Source: an optimization exercise on an open RTL-to-GDS flow (aim: small area). Production flows keep margins and buffers that such runs may drop. Only simulation tests tie the RTL to the original design; equivalence was not proved. No activity file was given, so power comes from the tool's default toggle rates.

===== config.mk =====
export PLATFORM = sky130hd
export DESIGN_NAME = etcher
export DESIGN_NICKNAME = etcher
export VERILOG_FILES = /design/flow/design.v
export SDC_FILE = /design/flow/constraint.sdc
export NUM_CORES = 4
export LEC_CHECK = 0
export ABC_AREA = 1
export CAP_MARGIN = 20
export CORE_MARGIN = 2
export CORE_UTILIZATION = 40
export SLEW_MARGIN = 20

===== constraint.sdc =====
create_clock -name core_clock -period 20.0 [get_ports {clk}]
set_input_delay 4.0000 -clock core_clock [delete_from_list [all_inputs] [get_ports {clk}]]
set_output_delay 4.0000 -clock core_clock [all_outputs]
set_load 0.01 [all_outputs]

===== design.v =====
module etcher (
    input  wire         clk,
    input  wire         rst,
    output wire [10:0]  pc_o,
    input  wire [31:0]  instr_i,
    input  wire [9:0]   lo_i,
    input  wire [9:0]   hi_i,
    input  wire         errhalt_i,
    input  wire         start_i,
    input  wire [9:0]   start_addr_i,
    input  wire         stop_i,
    input  wire [62:0]  ev_i,
    input  wire [23:0]  st_i,
    input  wire [239:0] ch_v_i,
    input  wire [9:0]   ch_new_i,
    input  wire [9:0]   ch_warm_i,
    input  wire         acc_smp_i,
    output wire         bus_req_o,
    output wire [1:0]   bus_op_o,
    output wire [15:0]  bus_addr_o,
    output wire [2:0]   bus_mb_o,
    output wire [2:0]   bus_len_o,
    output wire [63:0]  bus_data_o,
    input  wire         bus_ack_i,
    input  wire         bus_err_i,
    input  wire [15:0]  bus_rdata_i,
    output reg          level_o,
    output reg          pulse_o,
    output reg          kick_o,
    output wire         kick_stop_o,
    output wire [2:0]   kick_etch_o,
    output wire [9:0]   kick_addr_o,
    output reg  [1:0]   state_o,
    output reg          pend_o,
    output reg          stopping_o,
    output reg          halt_o,
    output reg          rej_o,
    output reg          err_o,
    output reg  [2:0]   err_code_o,
    output reg  [10:0]  err_pc_o,
    output wire [63:0]  cnt_o,
    output wire [24:0]  it0_o,
    output wire [24:0]  it1_o
);
    localparam S_IDLE  = 2'd0;
    localparam S_RUN   = 2'd1;
    localparam S_WAIT  = 2'd2;
    localparam S_STALL = 2'd3;
    reg [10:0] pc;
    reg [15:0] cnt0, cnt1, cnt2, cnt3;
    reg [5:0]  evb0, evb1, evb2, evb3;
    reg [23:0] tval0, tval1;
    reg [1:0]  tunit0, tunit1;
    reg        trun0, trun1;
    reg [15:0] tpre0, tpre1;
    reg [27:0] ir;           
    reg [63:0] dat;          
    reg [9:0]  pend_addr;
    wire stall = state_o[1] & state_o[0];
    wire exec  = state_o[1] ^ state_o[0];
    assign pc_o  = pc;
    assign cnt_o = {cnt3, cnt2, cnt1, cnt0};
    wire   texp0 = (tval0 == 24'd0);
    wire   texp1 = (tval1 == 24'd0);
    assign it0_o = {texp0, tval0};
    assign it1_o = {texp1, tval1};
    wire   ir_ldr = ir[27];
    wire   ir_mbx = ir[26] & ~ir[27];
    assign bus_req_o   = stall;
    assign bus_op_o    = {ir_mbx, ir_ldr};
    assign bus_addr_o  = ir[15:0] & {16{~ir_mbx}};
    assign bus_mb_o    = ir[18:16] & {3{ir_mbx}};
    assign bus_len_o   = ir[10:8] & {3{ir_mbx}};
    assign bus_data_o  = dat;
    assign kick_addr_o = ir[25:16];
    assign kick_stop_o = ir[4];
    assign kick_etch_o = ir[2:0];
    wire [31:0] w = instr_i;
    wire [2:0]  cls = w[31:29];
    wire [2:0]  vr  = w[28:26];
    wire c_halt = (cls == 3'd0);
    wire c_wait = (cls == 3'd1);
    wire c_act  = (cls == 3'd2);
    wire c_br   = (cls == 3'd3);
    wire c_cnt  = (cls == 3'd4);
    wire c_load = (cls == 3'd5);
    wire [4:0] sidx  = w[30] ? w[20:16] : w[4:0];
    wire       spol  = w[30] ? w[22]    : w[8];
    wire [3:0] chidx = w[30] ? w[25:22] : w[23:20];
    wire [5:0] eidx  = w[30] ? w[21:16] : w[5:0];
    wire sidx_bad = (sidx[4:3] == 2'b11);
    wire ch_bad   = (chidx > 4'd9);
    reg illegal;
    always @* begin
        case (cls)
            3'd0: illegal = (vr != 3'd0);
            3'd1: case (vr)
                      3'd1:    illegal = sidx_bad;
                      3'd3:    illegal = ch_bad;
                      3'd0, 3'd2, 3'd4: illegal = 1'b0;
                      default: illegal = 1'b1;
                  endcase
            3'd2: case (vr)
                      3'd0:    illegal = (w[2:0] > 3'd4);
                      3'd2:    illegal = (w[10:8] > 3'd4);
                      3'd1, 3'd3: illegal = 1'b0;
                      default: illegal = 1'b1;
                  endcase
            3'd3: case (vr)
                      3'd2:    illegal = sidx_bad;
                      3'd5:    illegal = ch_bad;
                      3'd6, 3'd7: illegal = 1'b1;
                      default: illegal = 1'b0;
                  endcase
            3'd4: illegal = vr[2];
            3'd5: case (vr)
                      3'd4:    illegal = ch_bad;
                      3'd5, 3'd6, 3'd7: illegal = 1'b1;
                      default: illegal = 1'b0;
                  endcase
            default: illegal = 1'b1;
        endcase
    end
    wire in_region = (pc >= {1'b0, lo_i}) && (pc <= {1'b0, hi_i});
    wire ok   = exec & in_region & ~illegal;      
    wire errx = exec & ~(in_region & ~illegal);   
    wire i_wait_ev  = c_wait & (vr == 3'd0);
    wire i_wait_st  = c_wait & (vr == 3'd1);
    wire i_wait_tm  = c_wait & (vr == 3'd2);
    wire i_wait_smp = c_wait & (vr == 3'd3);
    wire i_wait_cnt = c_wait & (vr == 3'd4);
    wire i_sig      = c_act  & (vr == 3'd0);
    wire i_reg      = c_act  & (vr == 3'd1);
    wire i_mbx      = c_act  & (vr == 3'd2);
    wire i_kick     = c_act  & (vr == 3'd3);
    wire i_br_cnt   = c_br   & (vr == 3'd3);
    wire i_br_smp   = c_br   & (vr == 3'd5);
    wire i_inc      = c_cnt  & (vr == 3'd0);
    wire i_dec      = c_cnt  & (vr == 3'd1);
    wire i_add      = c_cnt  & (vr == 3'd2);
    wire i_bind     = c_cnt  & (vr == 3'd3);
    wire i_ldi      = c_load & (vr == 3'd0);
    wire i_ldt0     = c_load & (vr == 3'd1);
    wire i_ldt1     = c_load & (vr == 3'd2);
    wire i_ldr      = c_load & (vr == 3'd3);
    wire i_lds      = c_load & (vr == 3'd4);
    wire page_bad = (w[15:9] == 7'b0001011);      
    wire [63:0] ev_all = {1'b0, ev_i};
    wire ev_a = ev_all[eidx];
    wire ev_b = ev_all[w[13:8]];
    wire [31:0] st_all = {8'd0, st_i};
    wire st_hit = (st_all[sidx] == spol);
    wire [15:0] chn_all = {6'd0, ch_new_i};
    wire [15:0] chw_all = {6'd0, ch_warm_i};
    reg [15:0] chv;
    reg        chnew, chwarm;
    always @* begin
        chv    = 16'd0;
        chnew  = 1'b0;
        chwarm = 1'b0;
        case (chidx)
            4'd0: chv = ch_v_i[ 23:  8];
            4'd1: chv = ch_v_i[ 47: 32];
            4'd2: chv = ch_v_i[ 71: 56];
            4'd3: chv = ch_v_i[ 95: 80];
            4'd4: chv = ch_v_i[119:104];
            4'd5: chv = ch_v_i[143:128];
            4'd6: chv = ch_v_i[167:152];
            4'd7: chv = ch_v_i[191:176];
            4'd8: chv = ch_v_i[215:200];
            default: chv = ch_v_i[239:224];
        endcase
        chnew  = chn_all[chidx];
        chwarm = chw_all[chidx];
    end
    wire [1:0] asel = w[30] ? (w[29] ? w[23:22] : (w[17:16] & {2{~w[27]}})) : w[17:16];
    wire [1:0] bsel = w[28] ? w[20:19] : w[21:20];
    reg [15:0] ca, cb;
    always @* begin
        case (asel)
            2'd0: ca = cnt0;
            2'd1: ca = cnt1;
            2'd2: ca = cnt2;
            default: ca = cnt3;
        endcase
        case (bsel)
            2'd0: cb = cnt0;
            2'd1: cb = cnt1;
            2'd2: cb = cnt2;
            default: cb = cnt3;
        endcase
    end
    wire smp     = ~stall & (i_wait_smp | i_br_smp);           
    wire cmp     = ~stall & (i_wait_smp | i_br_smp | i_wait_cnt | i_br_cnt);
    wire a_v     = ~stall & (i_wait_smp | i_br_smp | i_lds);
    wire a_zero  = stall | i_ldi;
    wire b_imm   = ~stall & (i_wait_smp | i_wait_cnt | i_add | i_ldi);
    wire b_cnt   = ~stall & ((i_br_cnt & w[25]) | i_br_smp);
    wire inv     = cmp | (~stall & i_dec);
    wire cin     = cmp | (~stall & i_inc);
    wire [15:0] aop = a_v ? chv : (a_zero ? 16'd0 : ca);
    wire [15:0] bsrc = ({16{b_imm}} & w[15:0]) | ({16{b_cnt}} & cb) |
                       ({16{stall & ~bus_err_i}} & bus_rdata_i);
    wire [15:0] aop_s = {aop[15] ^ smp, aop[14:0]};
    wire [15:0] bop_s = {bsrc[15] ^ smp, bsrc[14:0]} ^ {16{inv}};
    wire [16:0] sum  = {1'b0, aop_s} + {1'b0, bop_s} + {16'd0, cin};
    wire [15:0] res  = sum[15:0];
    wire        cout = sum[16];
    wire        zero = (res == 16'd0);
    reg cond_w, cond_b;
    always @* begin
        case (vr)
            3'd0: cond_w = ev_a | ev_b;
            3'd1: cond_w = st_hit;
            3'd2: cond_w = w[0] ? texp1 : texp0;
            3'd3: cond_w = chnew & ~(w[18] & chwarm) & (cout ^ w[19]);
            default: cond_w = cout;
        endcase
        case (vr)
            3'd0: cond_b = 1'b1;
            3'd1: cond_b = ev_a;
            3'd2: cond_b = st_hit;
            3'd3: case (w[25:24])
                      2'd0, 2'd2: cond_b = zero;
                      2'd1:       cond_b = ~zero;
                      default:    cond_b = ~cout;
                  endcase
            3'd4: cond_b = (w[16] ? texp1 : texp0) ^ w[17];
            default: cond_b = cout ^ w[21];
        endcase
    end
    wire tmo = (vr != 3'd2) & w[25] & (w[24] ? texp1 : texp0);
    wire        inc2   = ~stall & c_wait & ~cond_w;    
    wire [10:0] pc_inc = pc + {9'd0, inc2, ~inc2};
    wire stall_done = stall & bus_ack_i;
    wire acc_issue  = (i_reg & ~page_bad) | i_mbx | (i_ldr & ~page_bad);
    wire page_err   = (i_reg | i_ldr) & page_bad;
    reg [1:0]  s1;       
    reg [1:0]  pcsel;    
    always @* begin
        s1    = state_o;
        pcsel = 2'd0;
        if (errx) begin
            s1 = S_IDLE;
        end else if (ok) begin
            s1    = S_RUN;
            pcsel = 2'd1;
            if (c_halt) begin
                s1    = S_IDLE;
                pcsel = 2'd0;
            end else if (c_wait) begin
                if (~cond_w & ~tmo) begin
                    s1    = S_WAIT;
                    pcsel = 2'd0;
                end
            end else if (c_br) begin
                if (cond_b) pcsel = 2'd2;
            end else if (acc_issue) begin
                s1    = S_STALL;
                pcsel = 2'd0;
            end else if (page_err & errhalt_i) begin
                s1    = S_IDLE;
                pcsel = 2'd0;
            end
        end else if (stall_done) begin
            if (pend_o) begin
                s1    = S_RUN;
                pcsel = 2'd3;
            end else if (stopping_o | (bus_err_i & errhalt_i)) begin
                s1 = S_IDLE;
            end else begin
                s1    = S_RUN;
                pcsel = 2'd1;
            end
        end
    end
    wire start_ok  = (start_addr_i >= lo_i) && (start_addr_i <= hi_i);
    wire s1_stall  = (s1 == S_STALL);
    wire s1_idle   = (s1 == S_IDLE);
    wire do_start  = ~stop_i & start_i & start_ok & ~s1_stall;
    wire do_pend   = ~stop_i & start_i & start_ok & s1_stall;
    wire clr_tm    = do_start | (stall_done & pend_o);    
    reg [1:0]  n_state;
    always @* begin
        n_state = s1;
        if (stop_i & ~s1_stall)
            n_state = S_IDLE;
        else if (do_start)
            n_state = S_RUN;
    end
    wire n_idle = (n_state == S_IDLE);
    reg [10:0] n_pc;
    always @* begin
        case (pcsel)
            2'd0: n_pc = pc;
            2'd1: n_pc = pc_inc;
            2'd2: n_pc = {1'b0, w[9:0]};
            default: n_pc = {1'b0, pend_addr};
        endcase
        if (do_start)
            n_pc = {1'b0, start_addr_i};
    end
    wire cwe_i  = ok & (i_inc | (i_dec & cout) | i_add | i_ldi | i_lds);
    wire cwe_l  = stall_done & ir_ldr & ~stopping_o;
    wire [1:0] wsel = stall ? ir[17:16] : w[17:16];
    wire cwe    = cwe_i | cwe_l;
    wire hit0 = ev_all[evb0];
    wire hit1 = ev_all[evb1];
    wire hit2 = ev_all[evb2];
    wire hit3 = ev_all[evb3];
    wire [15:0] nc0 = ((cwe && wsel == 2'd0) ? res : cnt0) + {15'd0, hit0};
    wire [15:0] nc1 = ((cwe && wsel == 2'd1) ? res : cnt1) + {15'd0, hit1};
    wire [15:0] nc2 = ((cwe && wsel == 2'd2) ? res : cnt2) + {15'd0, hit2};
    wire [15:0] nc3 = ((cwe && wsel == 2'd3) ? res : cnt3) + {15'd0, hit3};
    wire do_bind = ok & i_bind;
    wire ldt0 = ok & i_ldt0;
    wire ldt1 = ok & i_ldt1;
    wire wrap0 = tunit0[1] ? (tpre0 == 16'd47999) : (tpre0 == 16'd47);
    wire wrap1 = tunit1[1] ? (tpre1 == 16'd47999) : (tpre1 == 16'd47);
    wire act0 = trun0 & ~texp0;
    wire act1 = trun1 & ~texp1;
    wire dec0 = act0 & (tunit0 == 2'd0 ? 1'b1 : tunit0 == 2'd3 ? acc_smp_i : wrap0);
    wire dec1 = act1 & (tunit1 == 2'd0 ? 1'b1 : tunit1 == 2'd3 ? acc_smp_i : wrap1);
    wire err_any = errx | (ok & page_err) | (stall_done & bus_err_i);
    wire [2:0] n_ecode = errx ? (in_region ? 3'd2 : 3'd3) :
                         (stall ? 3'd1 : 3'd4);
    wire sig = ok & i_sig;
    always @(posedge clk) begin
        if (rst) begin
            state_o    <= S_IDLE;
            pc         <= 11'd0;
            cnt0 <= 16'd0; cnt1 <= 16'd0; cnt2 <= 16'd0; cnt3 <= 16'd0;
            evb0 <= 6'd63; evb1 <= 6'd63; evb2 <= 6'd63; evb3 <= 6'd63;
            tval0 <= 24'd0; tval1 <= 24'd0;
            level_o    <= 1'b0;
            pulse_o    <= 1'b0;
            kick_o     <= 1'b0;
            pend_o     <= 1'b0;
            stopping_o <= 1'b0;
            halt_o     <= 1'b0;
            rej_o      <= 1'b0;
            err_o      <= 1'b0;
            err_code_o <= 3'd0;
            err_pc_o   <= 11'd0;
        end else begin
            state_o <= n_state;
            pc      <= n_pc;
            cnt0 <= nc0; cnt1 <= nc1; cnt2 <= nc2; cnt3 <= nc3;
            if (clr_tm) begin
                evb0 <= 6'd63; evb1 <= 6'd63; evb2 <= 6'd63; evb3 <= 6'd63;
            end else if (do_bind) begin
                case (w[17:16])
                    2'd0: evb0 <= w[5:0];
                    2'd1: evb1 <= w[5:0];
                    2'd2: evb2 <= w[5:0];
                    default: evb3 <= w[5:0];
                endcase
            end
            if (clr_tm)     tval0 <= 24'd0;
            else if (ldt0)  tval0 <= w[23:0];
            else if (dec0)  tval0 <= tval0 - 24'd1;
            if (clr_tm)     tval1 <= 24'd0;
            else if (ldt1)  tval1 <= w[23:0];
            else if (dec1)  tval1 <= tval1 - 24'd1;
            if (sig) begin
                case (w[2:0])
                    3'd2: level_o <= 1'b1;
                    3'd3: level_o <= 1'b0;
                    3'd4: level_o <= ~level_o;
                    default: ;
                endcase
            end else if (ok & c_halt & w[0]) begin
                level_o <= 1'b0;
            end
            pulse_o <= sig & ((w[2:0] == 3'd1) | (w[2:0] == 3'd2) | ((w[2:0] == 3'd4) & ~level_o));
            kick_o  <= ok & i_kick;
            if (stop_i & s1_stall) begin
                stopping_o <= 1'b1;
                pend_o     <= 1'b0;
            end else if (do_pend) begin
                pend_o     <= 1'b1;
                stopping_o <= 1'b0;
            end else if (stall_done) begin
                pend_o     <= 1'b0;
                stopping_o <= 1'b0;
            end
            halt_o <= (state_o != S_IDLE) & n_idle;
            rej_o  <= ~stop_i & start_i & ~start_ok;
            err_o  <= err_any;
            if (err_any) begin
                err_code_o <= n_ecode;
                err_pc_o   <= pc;
            end
        end
    end
    always @(posedge clk) begin
        if (ldt0) begin
            tunit0 <= w[25:24];
            tpre0  <= 16'd0;
        end else if (act0 && tunit0 != 2'd0 && tunit0 != 2'd3) begin
            tpre0  <= wrap0 ? 16'd0 : tpre0 + 16'd1;
        end
        if (ldt1) begin
            tunit1 <= w[25:24];
            tpre1  <= 16'd0;
        end else if (act1 && tunit1 != 2'd0 && tunit1 != 2'd3) begin
            tpre1  <= wrap1 ? 16'd0 : tpre1 + 16'd1;
        end
        if (n_idle)     trun0 <= 1'b0;
        else if (ldt0)  trun0 <= 1'b1;
        if (n_idle)     trun1 <= 1'b0;
        else if (ldt1)  trun1 <= 1'b1;
        if (~stall) begin
            ir  <= {w[31], w[27], w[25:0]};
            dat <= {cnt3 & {16{i_mbx & (w[10:8] > 3'd3)}},
                    cnt2 & {16{i_mbx & (w[10:8] > 3'd2)}},
                    cnt1 & {16{i_mbx & (w[10:8] > 3'd1)}},
                    ca   & {16{i_reg | (i_mbx & (w[10:8] != 3'd0))}}};
        end
        if (do_pend)
            pend_addr <= start_addr_i;
    end
endmodule

===== run.sh =====
#!/bin/bash
# synth_recipe.tcl (not shown) runs the flow's synth.tcl, then flattens the netlist and writes it again
# the make line also repeats each setting of config.mk as NAME=value (left out here)
make -C /OpenROAD-flow-scripts/flow DESIGN_CONFIG=/design/flow/config.mk WORK_HOME=/design/flow/orfs CLKGATE_MAP_FILE= SYNTH_SCRIPT=/design/flow/synth_recipe.tcl finish

==> results of run 1 <==
==> final timing paths <==
path	endpoint	depth (start not counted)
max	pc[0]$_SDFFE_PP0P_	36
min	err_code_o[1]$_SDFFE_PP0P_	2
max reg2reg	pc[0]$_SDFFE_PP0P_	36
min reg2reg	err_code_o[1]$_SDFFE_PP0P_	2
==> layout make-up <==
type / count / area [um2]
multi-input cells: 2832 / 14600
clock buffers: 56 / 1150
flip-flops and latches: 311 / 7290
diodes: 7 / 17.5
inverters: 484 / 1820
fillers: 6174 / 28000
well taps: 782 / 978
repair buffers: 657 / 6440
clock inverters: 17 / 186
==> power by group <==
| group | switching (uW) | internal, uW |
|---|---|---|
| registers | 6.18 | 658 |
| clock network | 312 | 433 |
| logic | 220 | 141 |
| total | 539 | 1230 |
==> worst max-delay path, delay by kind of cell <==
family / cells / cell delay [ns]
buffers and inverters: 6 / 1.69
AO/OA/AOI/OAI: 8 / 2.03
AND/OR/NAND/NOR: 18 / 2.57
XOR/XNOR: 1 / 0.70
adder cells (fa/ha/maj): 3 / 1.26
==> flip-flops by register name, indices dropped and copies added (netlist names), 10 cells and up <==
name,cells
pend_addr,10
err_pc_o,11
cnt2,16
cnt0,16
tval0,24
ir,28
cnt1,16
dat,64
tpre1,16
tpre0,16
tval1,24
cnt3,16
pc,11
==> routing by layer <==
layer  GRT usage [%]  part of all wire (%)
met4            12.3                   3.6
met5               0                 0.037
met2            55.0                    43
met1            50.6                    42
met3            8.41                    11
==> cells in the final DEF, fill, tap and decap left out, drive strengths merged, types with 22 or more instances in the layout <==
master,netlist,routed
a21oi,273,273
a221oi,48,48
buf,61,54
clkbuf,130,56
clkdlybuf4s50,0,603
dfxtp,205,205
edfxtp,106,106
ha,74,74
inv,482,483
nand2,769,769
nand3,435,435
nand4,43,43
nor2,468,468
nor3,53,53
o2111ai,38,38
o211ai,22,22
o21ai,334,334
o221ai,26,26
o22ai,30,30
xnor2,24,24
xor2,50,50
==> per-stage QoR <==
| step | utilization, % | hold WS, ns |
|---|---|---|
| floorplan | - | 0.466 |
| global placement | 51.4 | 0.455 |
| detailed placement | 51.4 | 0.460 |
| CTS | 53.6 | 0.475 |
| global route | 53.6 | 0.511 |
| finish | 53.6 | 0.469 |
==> cells by family (layout without fill, tap and decap cells) <==
group           Yosys count  count (layout)  synth area share [%]
other cells               0               7                     0
buf+inv                 675            1214                  10.9
flops                   311             311                  29.8
compound gates          856             856                  20.7
fa+ha+maj                77              77                  4.03
simple gates           1825            1825                  31.9
xor+xnor                 74              74                  2.65
==> results.json, run 1 <==
{
  "hp-class": "reg -> reg",
  "clock_sinks": 311,
  "vias_per_cell": 5.74,
  "synth_common_cells": "nand2_1 (763), inv_1 (472), nor2_1 (457), nand3_1 (432), o21ai_0 (308)",
  "ys_types": 58,
  "regToRegStartpoint": "state_o[0]$_SDFF_PP0_",
  "syn_inst": 3818,
  "crit_top_cell": "nand2_1",
  "ant_nets": 0,
  "yosys.area.top_type": "dfxtp_1",
  "crit_type": "in -> reg",
  "die_h_um": 251,
  "outcome": "finished clean",
  "first_pass_iters": 8,
  "post-cts-setup-buffers": 0,
  "gp_congestion": 1.02,
  "place_ws_ns": 7.38,
  "maxCapViolations": 0,
  "ys_top_cells_by_area": "dfxtp_1 (17%), edfxtp_1 (13%), nand2_1 (12%)",
  "fin_crit_sh_pct": 59.3,
  "yosysTopAreaCellShare_pct": 16.8,
  "vias": 29500,
  "cts.path.max_buffers": 3,
  "final_cell_area_um2": 32400,
  "grt_max_degree": 62,
  "p_leak_uw": 0.0138,
  "crit_fanout": 32,
  "endpoint_kind": "flip-flop",
  "cts_resized": 0,
  "worst_pin_slew_ns": 1.15,
  "grt_usage_pct": 36.3,
  "finClkSkew_ns": 0.0701,
  "setup_violations": 0,
  "dpl.hpwl_um": 92200,
  "grt_pass1_wl_um": 173000,
  "max-vdd-ir-drop_uv": 56.3,
  "core_area_um2": 60500,
  "fin_cells": 5146,
  "hp-start": "err_code_o[1]$_SDFFE_PP0P_",
  "die_w_um": 251,
  "tns_ns": 0,
  "fin_ws_ns": 8.15,
  "h-tree-depth": 2,
  "portBuffers": 604,
  "p_per_area_nw_per_um2": 54.6,
  "critPathSlowestCell": "xor2_1",
  "cpPeakStageDelay_ns": 0.70,
  "synth_most_common_cell": "nand2_1",
  "synth_edf_count": 106,
  "slew_violations": 0,
  "cts_buffers": 40,
  "drc": 0,
  "synth_fp_nets": 4328,
  "clk_pin_slew_ns": 0.06,
  "period_needed_ns": 11.85,
  "slew-limit-headroom_pct": 23.2,
  "hold_viol_final": 0,
  "routed_wl_um": 119000,
  "reg2reg_slack_ns": 11.97,
  "clk_latency_ns": 0.62,
  "layout.nets": 4836,
  "routedWlPerCell_um": 23.2,
  "ys.warnings.count": 1,
  "ys_seq_area_share_pct": 29.8,
  "grt_setup_unrepaired": "no",
  "die_area_um2": 63200,
  "synth-main-ff-cell": "dfxtp_1",
  "worstPathArrival_ns": 12.28,
  "dpl.cell_count": 5064,
  "synth-async-reset-ratio_pct": 0,
  "syn2layout_area_growth_pct": 32.4,
  "synth.avg_cell_area_um2": 6.42,
  "io_pins": 685,
  "fmax_mhz": 84.4,
  "grt_overflow": 0,
  "cp.required_ns": 20.43,
  "dpl-instance-area_um2": 31100,
  "antenna_found_initial": 8,
  "layout-drive-gt1-share_pct": 3.65,
  "cts-root-buf": "clkbuf_16",
  "rows": 90,
  "drt_iter0_markers": 3504,
  "grt_pass1_vias": 26700,
  "start_kind": "primary input",
  "cts_tree": "built",
  "crit_start": "instr_i[30]",
  "ys_ff_latch": 311,
  "total_power_uw": 1770,
  "postCtsHoldBufs": 0,
  "initial_utilization_pct": 40.5,
  "mappedNetlistArea_um2": 24500
}
==> inputs of run 2 (changes only) <==
--- a/design.v
+++ b/design.v
@@ -77,2 +77,78 @@
     assign kick_etch_o = ir[2:0];
+    function [16:0] add16;           
+        input [15:0] a, b;
+        input        ci;
+        integer k;
+        reg c;
+        begin
+            c = ci;
+            for (k = 0; k < 16; k = k + 1) begin
+                add16[k] = a[k] ^ b[k] ^ c;
+                c = (a[k] & b[k]) | (c & (a[k] ^ b[k]));
+            end
+            add16[16] = c;
+        end
+    endfunction
+    function [15:0] inc16;           
+        input [15:0] a;
+        input        ci;
+        integer k;
+        reg c;
+        begin
+            c = ci;
+            for (k = 0; k < 16; k = k + 1) begin
+                inc16[k] = a[k] ^ c;
+                c = c & a[k];
+            end
+        end
+    endfunction
+    function [15:0] dec16;           
+        input [15:0] a;
+        integer k;
+        reg b;
+        begin
+            b = 1'b1;
+            for (k = 0; k < 16; k = k + 1) begin
+                dec16[k] = a[k] ^ b;
+                b = b & ~a[k];
+            end
+        end
+    endfunction
+    function [23:0] dec24;           
+        input [23:0] a;
+        input        bi;
+        integer k;
+        reg b;
+        begin
+            b = bi;
+            for (k = 0; k < 24; k = k + 1) begin
+                dec24[k] = a[k] ^ b;
+                b = b & ~a[k];
+            end
+        end
+    endfunction
+    function [9:0] inc10;            
+        input [9:0] a;
+        input       ci;
+        integer k;
+        reg c;
+        begin
+            c = ci;
+            for (k = 0; k < 10; k = k + 1) begin
+                inc10[k] = a[k] ^ c;
+                c = c & a[k];
+            end
+        end
+    endfunction
+    function ge11;                   
+        input [10:0] a, b;
+        integer k;
+        reg g;
+        begin
+            g = 1'b1;
+            for (k = 0; k < 11; k = k + 1)
+                g = (a[k] & ~b[k]) | (~(a[k] ^ b[k]) & g);
+            ge11 = g;
+        end
+    endfunction
     wire [31:0] w = instr_i;
@@ -91,3 +167,3 @@
     wire sidx_bad = (sidx[4:3] == 2'b11);
-    wire ch_bad   = (chidx > 4'd9);
+    wire ch_bad   = chidx[3] & (chidx[2] | chidx[1]);
     reg illegal;
@@ -103,4 +179,4 @@
             3'd2: case (vr)
-                      3'd0:    illegal = (w[2:0] > 3'd4);
-                      3'd2:    illegal = (w[10:8] > 3'd4);
+                      3'd0:    illegal = w[2] & (w[1] | w[0]);
+                      3'd2:    illegal = w[10] & (w[9] | w[8]);
                       3'd1, 3'd3: illegal = 1'b0;
@@ -123,3 +199,3 @@
     end
-    wire in_region = (pc >= {1'b0, lo_i}) && (pc <= {1'b0, hi_i});
+    wire in_region = ge11(pc, {1'b0, lo_i}) & ge11({1'b0, hi_i}, pc);
     wire ok   = exec & in_region & ~illegal;      
@@ -192,16 +268,17 @@
     end
-    wire smp     = ~stall & (i_wait_smp | i_br_smp);           
-    wire cmp     = ~stall & (i_wait_smp | i_br_smp | i_wait_cnt | i_br_cnt);
-    wire a_v     = ~stall & (i_wait_smp | i_br_smp | i_lds);
-    wire a_zero  = stall | i_ldi;
-    wire b_imm   = ~stall & (i_wait_smp | i_wait_cnt | i_add | i_ldi);
-    wire b_cnt   = ~stall & ((i_br_cnt & w[25]) | i_br_smp);
-    wire inv     = cmp | (~stall & i_dec);
-    wire cin     = cmp | (~stall & i_inc);
+    wire nx      = ~stall & ~rst;
+    wire smp     = nx & (i_wait_smp | i_br_smp);           
+    wire cmp     = nx & (i_wait_smp | i_br_smp | i_wait_cnt | i_br_cnt);
+    wire a_v     = nx & (i_wait_smp | i_br_smp | i_lds);
+    wire a_zero  = stall | i_ldi | rst;
+    wire b_imm   = nx & (i_wait_smp | i_wait_cnt | i_add | i_ldi);
+    wire b_cnt   = nx & ((i_br_cnt & w[25]) | i_br_smp);
+    wire inv     = cmp | (nx & i_dec);
+    wire cin     = cmp | (nx & i_inc);
     wire [15:0] aop = a_v ? chv : (a_zero ? 16'd0 : ca);
     wire [15:0] bsrc = ({16{b_imm}} & w[15:0]) | ({16{b_cnt}} & cb) |
-                       ({16{stall & ~bus_err_i}} & bus_rdata_i);
+                       ({16{stall & ~bus_err_i & ~rst}} & bus_rdata_i);
     wire [15:0] aop_s = {aop[15] ^ smp, aop[14:0]};
     wire [15:0] bop_s = {bsrc[15] ^ smp, bsrc[14:0]} ^ {16{inv}};
-    wire [16:0] sum  = {1'b0, aop_s} + {1'b0, bop_s} + {16'd0, cin};
+    wire [16:0] sum  = add16(aop_s, bop_s, cin);
     wire [15:0] res  = sum[15:0];
@@ -233,3 +310,3 @@
     wire        inc2   = ~stall & c_wait & ~cond_w;    
-    wire [10:0] pc_inc = pc + {9'd0, inc2, ~inc2};
+    wire [10:0] pc_inc = {inc10(pc[10:1], inc2 | pc[0]), pc[0] ^ ~inc2};
     wire stall_done = stall & bus_ack_i;
@@ -276,3 +353,3 @@
     end
-    wire start_ok  = (start_addr_i >= lo_i) && (start_addr_i <= hi_i);
+    wire start_ok  = ge11({1'b0, start_addr_i}, {1'b0, lo_i}) & ge11({1'b0, hi_i}, {1'b0, start_addr_i});
     wire s1_stall  = (s1 == S_STALL);
@@ -306,10 +383,10 @@
     wire cwe    = cwe_i | cwe_l;
-    wire hit0 = ev_all[evb0];
-    wire hit1 = ev_all[evb1];
-    wire hit2 = ev_all[evb2];
-    wire hit3 = ev_all[evb3];
-    wire [15:0] nc0 = ((cwe && wsel == 2'd0) ? res : cnt0) + {15'd0, hit0};
-    wire [15:0] nc1 = ((cwe && wsel == 2'd1) ? res : cnt1) + {15'd0, hit1};
-    wire [15:0] nc2 = ((cwe && wsel == 2'd2) ? res : cnt2) + {15'd0, hit2};
-    wire [15:0] nc3 = ((cwe && wsel == 2'd3) ? res : cnt3) + {15'd0, hit3};
+    wire hit0 = ev_all[evb0] & ~rst;
+    wire hit1 = ev_all[evb1] & ~rst;
+    wire hit2 = ev_all[evb2] & ~rst;
+    wire hit3 = ev_all[evb3] & ~rst;
+    wire [15:0] nc0 = inc16(((cwe && wsel == 2'd0) || rst) ? res : cnt0, hit0);
+    wire [15:0] nc1 = inc16(((cwe && wsel == 2'd1) || rst) ? res : cnt1, hit1);
+    wire [15:0] nc2 = inc16(((cwe && wsel == 2'd2) || rst) ? res : cnt2, hit2);
+    wire [15:0] nc3 = inc16(((cwe && wsel == 2'd3) || rst) ? res : cnt3, hit3);
     wire do_bind = ok & i_bind;
@@ -317,4 +394,10 @@
     wire ldt1 = ok & i_ldt1;
-    wire wrap0 = tunit0[1] ? (tpre0 == 16'd47999) : (tpre0 == 16'd47);
-    wire wrap1 = tunit1[1] ? (tpre1 == 16'd47999) : (tpre1 == 16'd47);
+    wire wrap0 = (tpre0 == 16'h895E);
+    wire wrap1 = (tpre1 == 16'h895E);
+    wire pu0 = ldt0 ? w[25] : tunit0[1];
+    wire pu1 = ldt1 ? w[25] : tunit1[1];
+    wire [15:0] pl0 = {4'h1, pu0, 11'h2F7};
+    wire [15:0] pl1 = {4'h1, pu1, 11'h2F7};
+    wire [15:0] ps0 = {tpre0[14:0], tpre0[15] ^ tpre0[13] ^ tpre0[12] ^ tpre0[10]};
+    wire [15:0] ps1 = {tpre1[14:0], tpre1[15] ^ tpre1[13] ^ tpre1[12] ^ tpre1[10]};
     wire act0 = trun0 & ~texp0;
@@ -331,5 +414,2 @@
             pc         <= 11'd0;
-            cnt0 <= 16'd0; cnt1 <= 16'd0; cnt2 <= 16'd0; cnt3 <= 16'd0;
-            evb0 <= 6'd63; evb1 <= 6'd63; evb2 <= 6'd63; evb3 <= 6'd63;
-            tval0 <= 24'd0; tval1 <= 24'd0;
             level_o    <= 1'b0;
@@ -347,19 +427,2 @@
             pc      <= n_pc;
-            cnt0 <= nc0; cnt1 <= nc1; cnt2 <= nc2; cnt3 <= nc3;
-            if (clr_tm) begin
-                evb0 <= 6'd63; evb1 <= 6'd63; evb2 <= 6'd63; evb3 <= 6'd63;
-            end else if (do_bind) begin
-                case (w[17:16])
-                    2'd0: evb0 <= w[5:0];
-                    2'd1: evb1 <= w[5:0];
-                    2'd2: evb2 <= w[5:0];
-                    default: evb3 <= w[5:0];
-                endcase
-            end
-            if (clr_tm)     tval0 <= 24'd0;
-            else if (ldt0)  tval0 <= w[23:0];
-            else if (dec0)  tval0 <= tval0 - 24'd1;
-            if (clr_tm)     tval1 <= 24'd0;
-            else if (ldt1)  tval1 <= w[23:0];
-            else if (dec1)  tval1 <= tval1 - 24'd1;
             if (sig) begin
@@ -396,14 +459,23 @@
     always @(posedge clk) begin
-        if (ldt0) begin
-            tunit0 <= w[25:24];
-            tpre0  <= 16'd0;
-        end else if (act0 && tunit0 != 2'd0 && tunit0 != 2'd3) begin
-            tpre0  <= wrap0 ? 16'd0 : tpre0 + 16'd1;
-        end
-        if (ldt1) begin
-            tunit1 <= w[25:24];
-            tpre1  <= 16'd0;
-        end else if (act1 && tunit1 != 2'd0 && tunit1 != 2'd3) begin
-            tpre1  <= wrap1 ? 16'd0 : tpre1 + 16'd1;
+        cnt0 <= nc0; cnt1 <= nc1; cnt2 <= nc2; cnt3 <= nc3;
+        if (clr_tm | rst) begin
+            evb0 <= 6'd63; evb1 <= 6'd63; evb2 <= 6'd63; evb3 <= 6'd63;
+        end else if (do_bind) begin
+            case (w[17:16])
+                2'd0: evb0 <= w[5:0];
+                2'd1: evb1 <= w[5:0];
+                2'd2: evb2 <= w[5:0];
+                default: evb3 <= w[5:0];
+            endcase
         end
+        if (clr_tm | rst)     tval0 <= 24'd0;
+        else if (ldt0)  tval0 <= w[23:0];
+        else            tval0 <= dec24(tval0, dec0);
+        if (clr_tm | rst)     tval1 <= 24'd0;
+        else if (ldt1)  tval1 <= w[23:0];
+        else            tval1 <= dec24(tval1, dec1);
+        if (ldt0) tunit0 <= w[25:24];
+        if (ldt1) tunit1 <= w[25:24];
+        tpre0 <= (ldt0 | wrap0) ? pl0 : ps0;
+        tpre1 <= (ldt1 | wrap1) ? pl1 : ps1;
         if (n_idle)     trun0 <= 1'b0;
@@ -412,4 +484,6 @@
         else if (ldt1)  trun1 <= 1'b1;
+        ir[25:19] <= w[25:19];       
         if (~stall) begin
-            ir  <= {w[31], w[27], w[25:0]};
+            ir[27:26] <= {w[31], w[27]};
+            ir[18:0]  <= w[18:0];
             dat <= {cnt3 & {16{i_mbx & (w[10:8] > 3'd3)}},
==> flow/run.sh (new file) <==
#!/bin/bash
# Own layout flow: the standard ORFS flow (standard.sh, unchanged synthesis),
# with every input and output port buffered by sky130_fd_sc_hd__buf_1 instead of
# the default port buffer cell. Each tool's full output goes to ORFS's own logs
# under orfs/logs; make's output goes to flow_make.log here.
set -euo pipefail
bash standard.sh 'BUFFER_PORTS_ARGS=-buffer_cell sky130_fd_sc_hd__buf_1' finish > flow_make.log 2>&1
==> standard.sh (new file) <==
#!/bin/bash
# synth_recipe.tcl (not shown) runs the flow's synth.tcl, then flattens the netlist and writes it again
# the make line also repeats each setting of config.mk as NAME=value (left out here)
make -C /OpenROAD-flow-scripts/flow DESIGN_CONFIG=/design/flow/config.mk WORK_HOME=/design/flow/orfs CLKGATE_MAP_FILE= SYNTH_SCRIPT=/design/flow/synth_recipe.tcl "${@:-finish}"
--- a/config.mk
+++ b/config.mk
@@ -7,3 +7,2 @@
 export LEC_CHECK = 0
-export ABC_AREA = 1
 export CAP_MARGIN = 20
removed: run.sh
==> results.json, run 2 <==
{
  "largestRegisters": "dat (64), ir (28)",
  "cts_resized": 0,
  "setup_violations": 0,
  "yosysTopAreaCellShare_pct": 19.2,
  "endpoint_kind": "flip-flop",
  "io_pins": 685,
  "synth.avg_cell_area_um2": 9.82,
  "rows": 86,
  "final_cell_mix": "buf_1 (594), nor2_1 (275), dfxtp_1 (209), ha_1 (157), nand2_1 (137)",
  "fmax_mhz": 56.4,
  "postCtsHoldBufs": 0,
  "period_needed_ns": 17.74,
  "synth-main-ff-cell": "dfxtp_1",
  "switchingPower_uw": 599,
  "grt_pass1_vias": 20400,
  "cts-root-buf": "clkbuf_16",
  "portBuffers": 604,
  "layout.nets": 3384,
  "final_common_cell": "buf_1",
  "first_pass_iters": 6,
  "layout-drive-gt1-share_pct": 12.3,
  "antenna_found_initial": 32,
  "crit_fanout": 17,
  "ys_types": 94,
  "die_area_um2": 57100,
  "clkPwrFrac_pct": 36.7,
  "synth-async-reset-ratio_pct": 0,
  "start_kind": "primary input",
  "ys_seq_area_share_pct": 32.7,
  "worst_pin_slew_ns": 1.09,
  "die_h_um": 239,
  "synth_most_common_cell": "nor2_1",
  "hold_viol_final": 0,
  "grt_setup_unrepaired": "no",
  "grt_pass1_wl_um": 137000,
  "synth_edf_count": 99,
  "clk_latency_ns": 0.57,
  "outcome": "finished clean",
  "regMostFlops": "dat",
  "ys.warnings.count": 1,
  "routed_wl_um": 97400,
  "die_w_um": 239,
  "post-cts-setup-buffers": 0,
  "clock_sinks": 311,
  "synth_common_cells": "nor2_1 (276), dfxtp_1 (212), ha_1 (157), nand2_1 (137)",
  "finClkSkew_ns": 0.0299,
  "drc": 0,
  "p_int_uw": 1260,
  "syn_inst": 2249,
  "dpl.hpwl_um": 74200,
  "switching_share_pct": 32.3,
  "mappedNetlistArea_um2": 22100,
  "yosys.area.top_type": "dfxtp_1",
  "cp.required_ns": 20.46,
  "crit_type": "in -> reg",
  "core_area_um2": 54900,
  "grt_max_degree": 67,
  "fin_crit_sh_pct": 88.7,
  "p_per_area_nw_per_um2": 70.7,
  "grt_overflow": 0,
  "seq_power_share_pct": 40.2,
  "grt_usage_pct": 32.9,
  "max-vdd-ir-drop_uv": 57.0,
  "largest_register_ffs": 64,
  "tns_ns": 0,
  "initial_utilization_pct": 40.3,
  "drt_iter0_markers": 2009,
  "vias_per_cell": 6.04,
  "h-tree-depth": 2,
  "ant_nets": 0,
  "maxCapViolations": 0,
  "cts_tree": "built",
  "gp_congestion": 0.971,
  "syn2layout_area_growth_pct": 18.7,
  "cpPeakStageDelay_ns": 0.84,
  "cts.path.max_buffers": 3,
  "ys_top_cells_by_area": "dfxtp_1 (19%), edfxtp_1 (13%), mux4_2 (11%)",
  "slew_violations": 0,
  "vias": 21300,
  "clk_pin_slew_ns": 0.06,
  "p_leak_uw": 0.0103,
  "hp-class": "reg -> reg",
  "slew-limit-headroom_pct": 27.1,
  "power_frac_comb_pct": 23.1,
  "crit_top_cell": "ha_1",
  "worstPathArrival_ns": 18.20,
  "synth_fp_nets": 2855,
  "critPathSlowestCell": "a32oi_1",
  "total_power_uw": 1850,
  "ys_ff_latch": 311,
  "cts_buffers": 37,
  "routedWlPerCell_um": 27.5
}
run 2: power groups by stage:
stage / registers [uW] / clock network [uW] / logic, uW
floorplan: 745 / 0 / 230
global placement: 755 / 0 / 408
detailed placement: 757 / 0 / 418
CTS: 743 / 687 / 421
global route: 747 / 712 / 455
finish: 746 / 681 / 428
run 2: kinds of logic (layout without fill, tap and decap cells):
logic type / Yosys count / count (layout) / share of synthesized area (%)
muxes: 266 / 266 / 19.2
buffers and inverters: 280 / 838 / 5.49
xor gates and xnor gates: 38 / 38 / 1.51
adders and majority gates: 173 / 173 / 10.3
and+or+nand+nor: 692 / 692 / 15.4
DFF: 311 / 311 / 32.7
AOI/OAI and AO/OA: 489 / 489 / 15.4
other: 0 / 23 / 0
run 2: through the flow:
step                      instances  instance area, um2  hold slack, ns  setup slack, ns  utilization (%)
after global placement         3443               25000           0.415             1.83             45.5
after global routing           3528               26200           0.448             1.60             47.8
after CTS                      3511               26200           0.428             2.26             47.7
final                          3534               26200           0.427             2.26             47.8
after floorplan                2249               22100           0.406             2.94                -
after detailed placement       3443               25000           0.422             1.74             45.5
run 2: path summary, 6_finish.rpt:
| check | startpoint | end | slack, ns | depth (start not counted) |
|---|---|---|---|---|
| max | instr_i[23] | cnt3[15]$_DFF_P_ | 2.26 | 44 |
| min | tpre0[8]$_SDFF_PN0_ | tpre0[9]$_SDFF_PN1_ | 0.43 | 1 |
| max reg2reg | state_o[0]$_SDFF_PP0_ | cnt3[15]$_DFF_P_ | 5.74 | 46 |
| min reg2reg | tpre0[8]$_SDFF_PN0_ | tpre0[9]$_SDFF_PN1_ | 0.43 | 1 |
run 2: metal layers:
| layer | vias to the layer above | wire [um] | global-route usage (%) |
|---|---|---|---|
| met1 | 10400 | 35700 | 38.4 |
| met3 | 265 | 8580 | 7.41 |
| met2 | 1226 | 46900 | 55.2 |
| li1 | 9453 | - | - |
| met4 | 22 | 6000 | 19.7 |
| met5 | - | 157 | 0 |
run 2: cell type report:
class                      instances  area, um2
fill                            5332      28600
multi-input combinational       1658      13800
sequential                       311       7220
timing repair buffer             660       2700
clock buffer                      58       1110
tap                              704        881
inverter                         110        414
clock inverter                    10       96.3
antenna                           23       57.6
run 2: critical path, delay by kind of cell:
| kind | cells | cell delay, ns |
|---|---|---|
| muxes | 1 | 0.21 |
| buffers and inverters | 4 | 1.09 |
| and+or+nand+nor | 2 | 0.76 |
| adders and majority gates | 29 | 9.34 |
| xor gates and xnor gates | 1 | 0.12 |
| AOI/OAI and AO/OA | 7 | 2.59 |
==> inputs of run 3 (changes only) <==
==> run.sh (new file) <==
#!/bin/bash
# synth_recipe.tcl (not shown) runs the flow's synth.tcl, then flattens the netlist and writes it again
# the make line also repeats each setting of config.mk as NAME=value (left out here)
make -C /OpenROAD-flow-scripts/flow DESIGN_CONFIG=/design/flow/config.mk WORK_HOME=/design/flow/orfs CLKGATE_MAP_FILE= SYNTH_SCRIPT=/design/flow/synth_recipe.tcl finish
--- a/config.mk
+++ b/config.mk
@@ -7,2 +7,3 @@
 export LEC_CHECK = 0
+export ABC_AREA = 1
 export CAP_MARGIN = 20
removed: flow/run.sh
removed: standard.sh
==> results.json, run 3 <==
{
  "outcome": "finished clean",
  "tns_ns": 0,
  "cts.path.max_buffers": 3,
  "vias": 25000,
  "slew-limit-headroom_pct": 25.4,
  "gp_congestion": 1.04,
  "rows": 85,
  "p_int_uw": 1270,
  "cts_tree": "built",
  "dpl.hpwl_um": 85100,
  "cpPeakStageDelay_ns": 0.81,
  "h-tree-depth": 2,
  "multiInputGateArea_um2": 12400,
  "worstPathArrival_ns": 19.10,
  "crit_type": "in -> reg",
  "start_kind": "primary input",
  "setup_violations": 0,
  "synth-async-reset-ratio_pct": 0,
  "fin_crit_sh_pct": 93.0,
  "layout.nets": 4150,
  "dpl.cell_count": 4200,
  "p_leak_uw": 0.0124,
  "layout-drive-gt1-share_pct": 5.93,
  "switchingPower_uw": 614,
  "synth_edf_count": 99,
  "ys_ff_latch": 311,
  "ant_nets": 0,
  "die_w_um": 237,
  "cts_resized": 0,
  "final_common_cell": "clkdlybuf4s50_1",
  "synth_fp_nets": 3626,
  "max-vdd-ir-drop_uv": 45.7,
  "hp-class": "reg -> reg",
  "finClkSkew_ns": 0.0139,
  "ys_seq_area_share_pct": 33.1,
  "regMostFlops": "dat",
  "synth.avg_cell_area_um2": 7.21,
  "critPathSlowestCell": "clkdlybuf4s50_1",
  "nFillCells": 5113,
  "drc": 0,
  "clock_sinks": 311,
  "switching_share_pct": 32.6,
  "yosys.area.top_type": "dfxtp_1",
  "routedWlPerCell_um": 25.2,
  "p_per_area_nw_per_um2": 63.8,
  "final_cell_mix": "clkdlybuf4s50_1 (604), nand2_1 (561), inv_1 (350), o21ai_0 (328), nor2_1 (248)",
  "grt_usage_pct": 36.7,
  "grt_setup_unrepaired": "no",
  "synth_common_cells": "nand2_1 (561), inv_1 (352), o21ai_0 (329), nor2_1 (252), dfxtp_1 (212)",
  "routed-wl-met3_um": 10400,
  "first_pass_iters": 6,
  "crit_top_cell": "ha_1",
  "ys_types": 57,
  "grt_pass1_wl_um": 155000,
  "ys_top_cells_by_area": "dfxtp_1 (19%), edfxtp_1 (14%), nand2_1 (9.7%)",
  "cts_buffers": 37,
  "clk_latency_ns": 0.56,
  "grt_max_degree": 84,
  "vias_per_cell": 5.84,
  "syn_inst": 3020,
  "power_frac_comb_pct": 25.0,
  "clk_pin_slew_ns": 0.06,
  "grt_overflow": 0,
  "portBuffers": 604,
  "slew_violations": 0,
  "drt_iter0_markers": 2961,
  "core_area_um2": 53800,
  "wl_met1_um": 46200,
  "cts-root-buf": "clkbuf_16",
  "endpoint_kind": "flip-flop",
  "fin_ws_ns": 1.41,
  "met2_length_um": 47200,
  "ys.warnings.count": 1,
  "synth_most_common_cell": "nand2_1",
  "place_ws_ns": 1.01,
  "cp.required_ns": 20.51,
  "clkPwrFrac_pct": 36.2,
  "largestRegisters": "dat (64), ir (28)",
  "initial_utilization_pct": 40.5,
  "crit_fanout": 19,
  "antenna_found_initial": 11,
  "fmax_mhz": 53.8,
  "hold_viol_final": 0,
  "post-cts-setup-buffers": 0,
  "dr.max_layer_used": "met5",
  "seq_area_um2": 7220,
  "io_pins": 685,
  "grt_pass1_vias": 23400,
  "syn2layout_area_growth_pct": 35.6,
  "fin_cells": 4276,
  "postCtsHoldBufs": 0,
  "largest_register_ffs": 64,
  "seq_power_share_pct": 38.8,
  "mappedNetlistArea_um2": 21800,
  "die_h_um": 237,
  "worst_pin_slew_ns": 1.12,
  "maxCapViolations": 0,
  "period_needed_ns": 18.59,
  "yosysTopAreaCellShare_pct": 19.5,
  "synth-main-ff-cell": "dfxtp_1",
  "die_area_um2": 56400,
  "routed_wl_um": 108000
}
-- run 3: cell types whose count changed after synthesis, sizes merged, moves of 88 or more --
cell   before  now
a21oi     109  200
mux4      110    0
o21ai      91  345
inv       110  360
nand3      20  208
nand2     138  569
and2       88    0
-- run 3: cell type report --
| type | count | share of cell area [%] |
|---|---|---|
| clock inverters | 25 | 0.796 |
| repair buffers | 658 | 21.9 |
| well taps | 696 | 2.95 |
| clock buffers | 43 | 3.28 |
| flip-flops and latches | 311 | 24.4 |
| diodes | 7 | 0.0593 |
| inverters | 366 | 4.65 |
| multi-input cells | 2170 | 42.0 |
-- run 3: metrics by stage --
| step | total power, uW | hold slack, ns | instance area [um2] | utilization, % |
|---|---|---|---|---|
| after floorplan | 918 | 0.399 | 21800 | - |
| after global placement | 1190 | 0.409 | 28300 | 52.6 |
| after detailed placement | 1200 | 0.420 | 28300 | 52.6 |
| after CTS | 1870 | 0.427 | 29500 | 54.8 |
| after global routing | 1940 | 0.449 | 29500 | 54.9 |
| final | 1880 | 0.425 | 29500 | 54.9 |
-- run 3: kinds of logic (layout without fill, tap and decap cells) --
kind of cell / count (synthesis) / in the layout / share of synthesized area, %
adders and majority gates: 173 / 173 / 10.5
and+or+nand+nor: 1193 / 1193 / 23.8
other: 0 / 7 / 0
buffers and inverters: 539 / 1092 / 10.1
DFF: 311 / 311 / 33.1
AOI/OAI and AO/OA: 779 / 779 / 21.5
xor gates and xnor gates: 25 / 25 / 1.00
-- run 3: worst max-delay path: cells and delay by family --
| family | cells | cell delay [ns] |
|---|---|---|
| adders and majority gates | 29 | 9.12 |
| AOI/OAI and AO/OA | 8 | 2.10 |
| buffers and inverters | 6 | 1.94 |
| and+or+nand+nor | 9 | 1.93 |
-- run 3: metal layers --
metal	global-route usage, %	vias up
met4	12.9	8
met5	0	-
li1	-	11400
met1	51.6	12000
met2	56.6	1452
met3	6.50	210
-- run 3: path summary, 6_finish.rpt --
check / cells past startpoint / from / endpoint / slack, ns
worst max-delay path: 52 / instr_i[30] / cnt0[15]$_DFF_P_ / 1.41
worst min register to register: 2 / tpre0[11]$_DFF_P_ / tpre0[12]$_SDFF_PN1_ / 0.43
worst min-delay path: 2 / tpre0[11]$_DFF_P_ / tpre0[12]$_SDFF_PN1_ / 0.43
worst max register to register: 50 / state_o[0]$_SDFF_PP0_ / cnt0[15]$_DFF_P_ / 6.15
-- run 3: power by group through the flow --
stage	registers (uW)	logic [uW]	clock network, uW
after floorplan	731	187	0
after global placement	742	451	0
after detailed placement	742	456	0
after CTS	729	459	686
after global routing	733	499	710
final	732	471	682
==> inputs of run 4 (changes only) <==
==> flow/run.sh (new file) <==
#!/bin/bash
# Own layout flow: the standard ORFS flow (standard.sh) with three changes:
#  - synthesis maps the logic with an area-oriented ABC script (flow/synth.tcl,
#    flow/area.abc); registers are untouched;
#  - every input and output port is buffered with sky130_fd_sc_hd__buf_1;
#  - CTS uses no dummy loads.
# Each tool writes its full output to ORFS's logs under orfs/logs/; make's own
# output goes to flow_make.log in this folder.
set -euo pipefail
export OWN_ABC_SCRIPT="$PWD/flow/area.abc"
bash standard.sh \
  "SYNTH_SCRIPT=$PWD/flow/synth.tcl" \
  'BUFFER_PORTS_ARGS=-buffer_cell sky130_fd_sc_hd__buf_1' \
  'CTS_ARGS=-sink_clustering_enable -repair_clock_nets -dont_use_dummy_load -buf_list sky130_fd_sc_hd__clkbuf_4' \
  finish > flow_make.log 2>&1
==> flow/area.abc (new file) <==
strash
balance
rewrite
refactor
balance
rewrite
rewrite -z
balance
refactor -z
rewrite -z
balance
dc2
dch -f
amap -m -F 3 -A 8
topo
==> flow/synth.tcl (new file) <==
# The standard flow's synthesis script (synth_recipe.tcl) with one change: ABC maps the
# combinational logic with flow/area.abc (area-oriented) instead of ORFS's
# speed script. The registers come from dfflibmap before ABC runs, so their
# names, count and cell types are those of the standard synthesis.
proc synth {args} { yosys synth -nofsm -noshare {*}$args }
proc abc {args} {
  set i [lsearch -exact $args -script]
  if { $i >= 0 } {
    set args [lreplace $args [expr {$i + 1}] [expr {$i + 1}] $::env(OWN_ABC_SCRIPT)]
  }
  yosys abc {*}$args
}
source $::env(SCRIPTS_DIR)/synth.tcl
# left out here: clear keep_hierarchy, flatten, clean up, hide names made inside functions, write 1_2_yosys.v
==> standard.sh (new file) <==
#!/bin/bash
# synth_recipe.tcl (not shown) runs the flow's synth.tcl, then flattens the netlist and writes it again
# the make line also repeats each setting of config.mk as NAME=value (left out here)
make -C /OpenROAD-flow-scripts/flow DESIGN_CONFIG=/design/flow/config.mk WORK_HOME=/design/flow/orfs CLKGATE_MAP_FILE= SYNTH_SCRIPT=/design/flow/synth_recipe.tcl "${@:-finish}"
--- a/config.mk
+++ b/config.mk
@@ -7,3 +7,2 @@
 export LEC_CHECK = 0
-export ABC_AREA = 1
 export CAP_MARGIN = 20
removed: run.sh
==> results.json, run 4 <==
{
  "cts_tree": "built",
  "vias_per_cell": 6.38,
  "ys_ff_latch": 311,
  "layout.nets": 3547,
  "p_leak_uw": 0.00851,
  "multiInputGateArea_um2": 10800,
  "die_w_um": 224,
  "synth_xor_area_share_pct": 0.0904,
  "grt_overflow": 0,
  "post-cts-setup-buffers": 0,
  "synth_most_common_cell": "clkinv_1",
  "max-vdd-ir-drop_uv": 32.4,
  "critPathSlowestCell": "o22ai_1",
  "slew-limit-headroom_pct": 28.4,
  "h-tree-depth": 3,
  "grt_max_degree": 79,
  "final_cell_mix": "buf_1 (603), clkinv_1 (331), nor2_1 (273), dfxtp_1 (212), o22ai_1 (182)",
  "endpoint_kind": "flip-flop",
  "synth.avg_cell_area_um2": 8.79,
  "fmax_mhz": 55.8,
  "die_h_um": 224,
  "synth_edf_count": 99,
  "endpoint": "cnt3[15]$_DFF_P_",
  "clk_pin_slew_ns": 0.06,
  "crit_start": "instr_i[30]",
  "worst-path-stages": 56,
  "cts.path.max_buffers": 3,
  "synth_top_family_by_area": "compound AO/OA/AOI/OAI gates",
  "worstPathArrival_ns": 18.55,
  "rows": 80,
  "postCtsHoldBufs": 0,
  "crit_fanout": 22,
  "finClkSkew_ns": 0.119,
  "ys.warnings.count": 1,
  "dpl-instance-area_um2": 22800,
  "routed_wl_um": 99100,
  "antenna_found_initial": 8,
  "outcome": "finished clean",
  "largest_register_ffs": 64,
  "dpl.hpwl_um": 77900,
  "synth_mux_area_share_pct": 0.0516,
  "synth-async-reset-ratio_pct": 0,
  "mappedNetlistArea_um2": 19400,
  "hp-class": "reg -> reg",
  "worst_pin_slew_ns": 1.07,
  "hold_depth": 1,
  "vias": 22700,
  "portBuffers": 604,
  "reg2reg_slack_ns": 5.80,
  "initial_utilization_pct": 40.6,
  "drt_iter0_markers": 2600,
  "yosys.area.top_type": "dfxtp_1",
  "cp.required_ns": 20.64,
  "period_needed_ns": 17.91,
  "clk_latency_ns": 0.86,
  "grt_pass1_vias": 21700,
  "core_area_um2": 47700,
  "layout-drive-gt1-share_pct": 5.51,
  "r2r-end": "cnt3[15]$_DFF_P_",
  "routed-wl-met3_um": 8760,
  "ant_nets": 0,
  "cts_buffers": 86,
  "drc": 0,
  "regMostFlops": "dat",
  "largestRegisters": "dat (64), ir (28)",
  "cpPeakStageDelay_ns": 0.61,
  "grt_pass1_wl_um": 141000,
  "cts_resized": 0,
  "synth_fp_nets": 2810,
  "tns_ns": 0,
  "syn_inst": 2204,
  "nFillCells": 4842,
  "seq_area_um2": 7220,
  "regToRegStartpoint": "state_o[1]$_SDFF_PP0_",
  "gp_congestion": 1.03,
  "synthSimpleGateAreaFrac_pct": 11.0,
  "yosys.area_share.adder_pct": 11.8,
  "maxCapViolations": 0,
  "fin_crit_sh_pct": 89.6,
  "ys_seq_area_share_pct": 37.2,
  "routedWlPerCell_um": 27.8,
  "synth-compound-area-share_pct": 32.7,
  "synth_common_cells": "clkinv_1 (332), nor2_1 (275), dfxtp_1 (212), o22ai_1 (184), ha_1 (157)",
  "wl_met1_um": 37100,
  "reg2regPathDepth": 53,
  "met2_length_um": 47000,
  "syn2layout_area_growth_pct": 21.1,
  "ys_types": 52,
  "setup_violations": 0,
  "grt_usage_pct": 38.0,
  "total_power_uw": 1520,
  "final_cell_area_um2": 23500,
  "synth-main-ff-cell": "dfxtp_1",
  "p_per_area_nw_per_um2": 64.9,
  "crit_top_cell": "fa_1",
  "cts-root-buf": "clkbuf_4",
  "io_pins": 685,
  "critPathBufInv": 10,
  "die_area_um2": 50200,
  "hold_viol_final": 0,
  "first_pass_iters": 9,
  "final_common_cell": "buf_1",
  "start_kind": "primary input",
  "dr.max_layer_used": "met5",
  "yosysTopAreaCellShare_pct": 21.9,
  "whs_ns": 0.365,
  "slew_violations": 0,
  "grt_setup_unrepaired": "no",
  "crit_type": "in -> reg",
  "ys_top_cells_by_area": "dfxtp_1 (22%), edfxtp_1 (15%), ha_1 (10%)",
  "clock_sinks": 311,
  "critical-path-top-delay-family": "adder cells"
}
==> run 4: cell types whose count changed after synthesis, moves of 70 or more <==
cell      before  now
o21ai_0      329  131
clkbuf_1      99    0
inv_1        352    0
clkinv_1       6  332
nand3_1      207   19
o22ai_1       17  184
o221ai_1      15   85
o211ai_1      80    3
a21oi_1      198   95
nand2_1      561   66
==> run 4: per-layer routing <==
metal | up-vias | global-route usage, %
li1 | 10200 | -
met1 | 10900 | 44.7
met2 | 1363 | 63.5
met3 | 307 | 7.76
met4 | 2 | 23.4
met5 | - | 0
==> run 4: kinds of logic after synthesis <==
kind of cell / Yosys count
AO/OA/AOI/OAI: 883
XOR/XNOR: 2
adder cells (fa/ha/maj): 173
buffers and inverters: 349
flip-flops: 311
multiplexers: 1
AND/OR/NAND/NOR: 485
==> run 4: through the flow <==
stage,util [%],worst slack (ns),std cells
2_1_floorplan,-,1.98,2204
3_3_place_gp,47.8,1.61,3468
3_5_place_dp,47.8,1.39,3468
4_1_cts,49.1,2.21,3554
5_1_grt,49.2,1.41,3559
6_report,49.2,2.09,3561
==> run 4: power by group <==
part | leakage [uW] | internal, uW | total, uW | switching, uW
Clock | 0.000396 | 194 | 439 | 245
Sequential | 0.00287 | 681 | 717 | 36.0
Combinational | 0.00524 | 116 | 368 | 252
==> run 4: cell type report <==
class / instances / share of cell area, %
multi-input combinational: 1544 / 46.2
sequential: 311 / 30.7
timing repair buffer: 666 / 11.6
inverter: 332 / 5.31
tap: 615 / 3.28
clock buffer: 86 / 2.75
antenna: 7 / 0.0746
==> run 4: worst min path at each step <==
stage / start / to / slack, ns
4_1_cts: tpre1[0]$_SDFF_PN1_ / tpre1[1]$_SDFF_PN1_ / 0.35
5_1_grt: tpre1[0]$_SDFF_PN1_ / tpre1[1]$_SDFF_PN1_ / 0.37
3_3_place_gp: tpre1[9]$_SDFF_PN1_ / tpre1[10]$_SDFF_PN0_ / 0.41
3_5_place_dp: tpre1[9]$_SDFF_PN1_ / tpre1[10]$_SDFF_PN0_ / 0.41
6_report: tpre1[0]$_SDFF_PN1_ / tpre1[1]$_SDFF_PN1_ / 0.36
2_1_floorplan: tpre1[0]$_SDFF_PN1_ / tpre1[1]$_SDFF_PN1_ / 0.40
==> run 4: worst register-to-register path, delay by kind of cell (launching register included) <==
family          cells  cell delay [ns]
flops               1             0.41
simple gates        6             0.69
fa+ha+maj          32             9.99
compound gates      8             1.70
buf+inv             7             1.20
==> inputs of run 5 (changes only) <==
--- a/design.v
+++ b/design.v
@@ -117,12 +117,8 @@
     function [23:0] dec24;           
-        input [23:0] a;
+        input [23:0] a;              
         input        bi;
         integer k;
-        reg b;
         begin
-            b = bi;
-            for (k = 0; k < 24; k = k + 1) begin
-                dec24[k] = a[k] ^ b;
-                b = b & ~a[k];
-            end
+            for (k = 0; k < 24; k = k + 1)
+                dec24[k] = a[k] ^ (bi & ~(|(a & ((24'd1 << k) - 24'd1))));
         end
@@ -149,3 +145,3 @@
             for (k = 0; k < 11; k = k + 1)
-                g = (a[k] & ~b[k]) | (~(a[k] ^ b[k]) & g);
+                g = (a[k] & ~b[k]) | ((a[k] | ~b[k]) & g);    
             ge11 = g;
==> results.json, run 5 <==
{
  "synth-main-ff-cell": "dfxtp_1",
  "routed_wl_um": 99300,
  "syn_inst": 2242,
  "synth.avg_cell_area_um2": 8.42,
  "cts_tree": "built",
  "ys_seq_area_share_pct": 38.2,
  "p_per_area_nw_per_um2": 67.2,
  "finClkSkew_ns": 0.0980,
  "final_cell_area_um2": 23000,
  "seq_area_um2": 7220,
  "syn2layout_area_growth_pct": 21.7,
  "worstPathArrival_ns": 19.28,
  "synth_edf_count": 99,
  "io_pins": 685,
  "ys_ff_latch": 311,
  "met2_length_um": 43200,
  "synth_most_common_cell": "clkinv_1",
  "layout.nets": 3509,
  "start_kind": "primary input",
  "regMostFlops": "dat",
  "outcome": "finished clean",
  "ys_top_cells_by_area": "dfxtp_1 (22%), edfxtp_1 (16%), o22ai_1 (6.7%)",
  "final_common_cell": "buf_1",
  "dr.max_layer_used": "met5",
  "slew_violations": 0,
  "wl_met1_um": 41200,
  "grt_pass1_vias": 21800,
  "antenna_found_initial": 11,
  "grt_pass1_wl_um": 143000,
  "grt_overflow": 0,
  "clk_latency_ns": 0.84,
  "worst_pin_slew_ns": 1.18,
  "drc": 0,
  "grt_usage_pct": 38.7,
  "nFillCells": 4751,
  "yosysTopAreaCellShare_pct": 22.5,
  "die_w_um": 221,
  "clock_sinks": 311,
  "portBuffers": 604,
  "synth-async-reset-ratio_pct": 0,
  "cts-root-buf": "clkbuf_4",
  "crit_fanout": 17,
  "multiInputGateArea_um2": 10400,
  "regToRegStartpoint": "state_o[1]$_SDFF_PP0_",
  "ys_types": 53,
  "gp_congestion": 1.04,
  "drt_iter0_markers": 3436,
  "grt_setup_unrepaired": "no",
  "layout-drive-gt1-share_pct": 5.43,
  "h-tree-depth": 3,
  "largestRegisters": "dat (64), ir (28)",
  "whs_ns": 0.416,
  "synth_fp_nets": 2768,
  "grt_max_degree": 56,
  "crit_type": "in -> reg",
  "routedWlPerCell_um": 27.6,
  "largest_register_ffs": 64,
  "cts.path.max_buffers": 3,
  "yosys.area.top_type": "dfxtp_1",
  "fin_crit_sh_pct": 93.0,
  "cp.required_ns": 20.69,
  "post-cts-setup-buffers": 0,
  "clk_pin_slew_ns": 0.06,
  "slew-limit-headroom_pct": 20.7,
  "dpl.hpwl_um": 77600,
  "p_leak_uw": 0.00816,
  "dpl-instance-area_um2": 22300,
  "die_h_um": 221,
  "initial_utilization_pct": 40.5,
  "place_ws_ns": 0.824,
  "hp-class": "reg -> reg",
  "mappedNetlistArea_um2": 18900,
  "cts_buffers": 85,
  "crit_top_cell": "fa_1",
  "maxCapViolations": 0,
  "hp-start": "tpre0[8]$_SDFF_PN0_",
  "tns_ns": 0,
  "routed-wl-met3_um": 10800,
  "synth_common_cells": "clkinv_1 (309), nor2_1 (295), dfxtp_1 (212), o22ai_1 (202), o21ai_0 (158)",
  "endpoint_kind": "flip-flop",
  "fmax_mhz": 53.8,
  "postCtsHoldBufs": 0,
  "final_util_pct": 49.4,
  "first_pass_iters": 9,
  "ant_nets": 0,
  "vias_per_cell": 6.54,
  "cts_resized": 0,
  "max-vdd-ir-drop_uv": 47.2,
  "final_cell_mix": "buf_1 (604), clkinv_1 (308), nor2_1 (292), dfxtp_1 (212), o22ai_1 (200)",
  "hold_viol_final": 0,
  "rows": 79,
  "die_area_um2": 48900,
  "setup_violations": 0,
  "cpPeakStageDelay_ns": 0.78,
  "period_needed_ns": 18.59,
  "core_area_um2": 46600,
  "crit_start": "instr_i[30]",
  "ys.warnings.count": 1,
  "vias": 23500,
  "critPathSlowestCell": "o22ai_1",
  "fin_ws_ns": 1.41
}
## run 5: cell count changes in the layout (fill, tap and decap cells not counted), sizes merged, moves of 20 or more
cell	delta
nor2	+20
o221ai	+35
ha	-80
o21a	-37
a21oi	+38
nand2	+34
o21ai	+27
clkinv	-23
## run 5: worst max-delay path: cells and delay by family
family / cells / cell delay, ns
fa+ha+maj: 31 / 9.55
compound gates: 9 / 3.02
buf+inv: 10 / 1.69
simple gates: 7 / 0.97
## run 5: path summary, 6_finish.rpt
kind | endpoint | slack [ns] | cells after the start
max | cnt2[15]$_DFF_P_ | 1.41 | 57
min | tpre0[9]$_SDFF_PN1_ | 0.42 | 1
max reg2reg | cnt2[15]$_DFF_P_ | 5.69 | 52
min reg2reg | tpre0[9]$_SDFF_PN1_ | 0.42 | 1
## run 5: layout make-up
type / count / share of cell area, %
Timing Repair Buffer: 671 / 12.1
Antenna cell: 9 / 0.0980
Sequential cell: 311 / 31.4
Inverter: 309 / 5.05
Tap cell: 607 / 3.31
Clock buffer: 85 / 2.78
Multi-Input combinational cell: 1605 / 45.3
## run 5: metrics by stage
| step | instances | power [uW] |
|---|---|---|
| 2_1_floorplan | 2242 | 914 |
| 3_3_place_gp | 3503 | 1100 |
| 3_5_place_dp | 3503 | 1100 |
| 4_1_cts | 3588 | 1540 |
| 5_1_grt | 3596 | 1600 |
| 6_report | 3597 | 1540 |
## run 5: kinds of logic after synthesis
family | count (synthesis) | synth area share, %
AOI/OAI and AO/OA | 943 | 34.8
buffers and inverters | 326 | 6.82
and+or+nand+nor | 569 | 13.3
DFF | 311 | 38.2
adders and majority gates | 93 | 6.80
## run 5: power breakdown
part / total, uW / internal [uW] / switching (uW)
logic: 377 / 120 / 257
registers: 730 / 689 / 41.2
clock network: 437 / 192 / 245
## run 5: metal layers
layer,vias to the layer above,global-route usage [%]
li1,10300,-
met1,11300,53.4
met2,1641,58.8
met3,261,8.67
met4,4,14.7
met5,-,0

-- static timing again, ports no longer ideal --
How much do the figures lean on ideal ports? The routed layouts below were timed once more, with nothing changed but the port constraints. Step 1: set_driving_cell puts a clkbuf_16 on clk and a buf_2 on each other input, an assumption about the parent block. Step 2 times the ports against the registers' clock, not the clock port: input delays grow and output delays shrink by t, the midpoint of the rising clock arrivals with the driver on. a / b / c = ideal / step 1 / step 2; a / b = the first two.
| run | t, ns | setup slack, ns | pins driven straight from the clock port |
|---|---|---|---|
| run 1 | 0.633 | 8.149 / 8.155 / 7.523 | 1 |
| run 2 | 0.611 | 2.257 / 2.226 / 1.615 | 1 |
| run 3 | 0.623 | 1.409 / 1.405 / 0.782 | 1 |
| run 4 | 0.855 | 2.090 / 2.121 / 1.266 | 1 |
| run 5 | 0.843 | 1.410 / 1.409 / 0.566 | 1 |
After both steps every run listed still meets setup and hold. The setup slack of run 5, which loses most, moves by -0.001 ns with the drivers and by -0.844 ns with both steps.
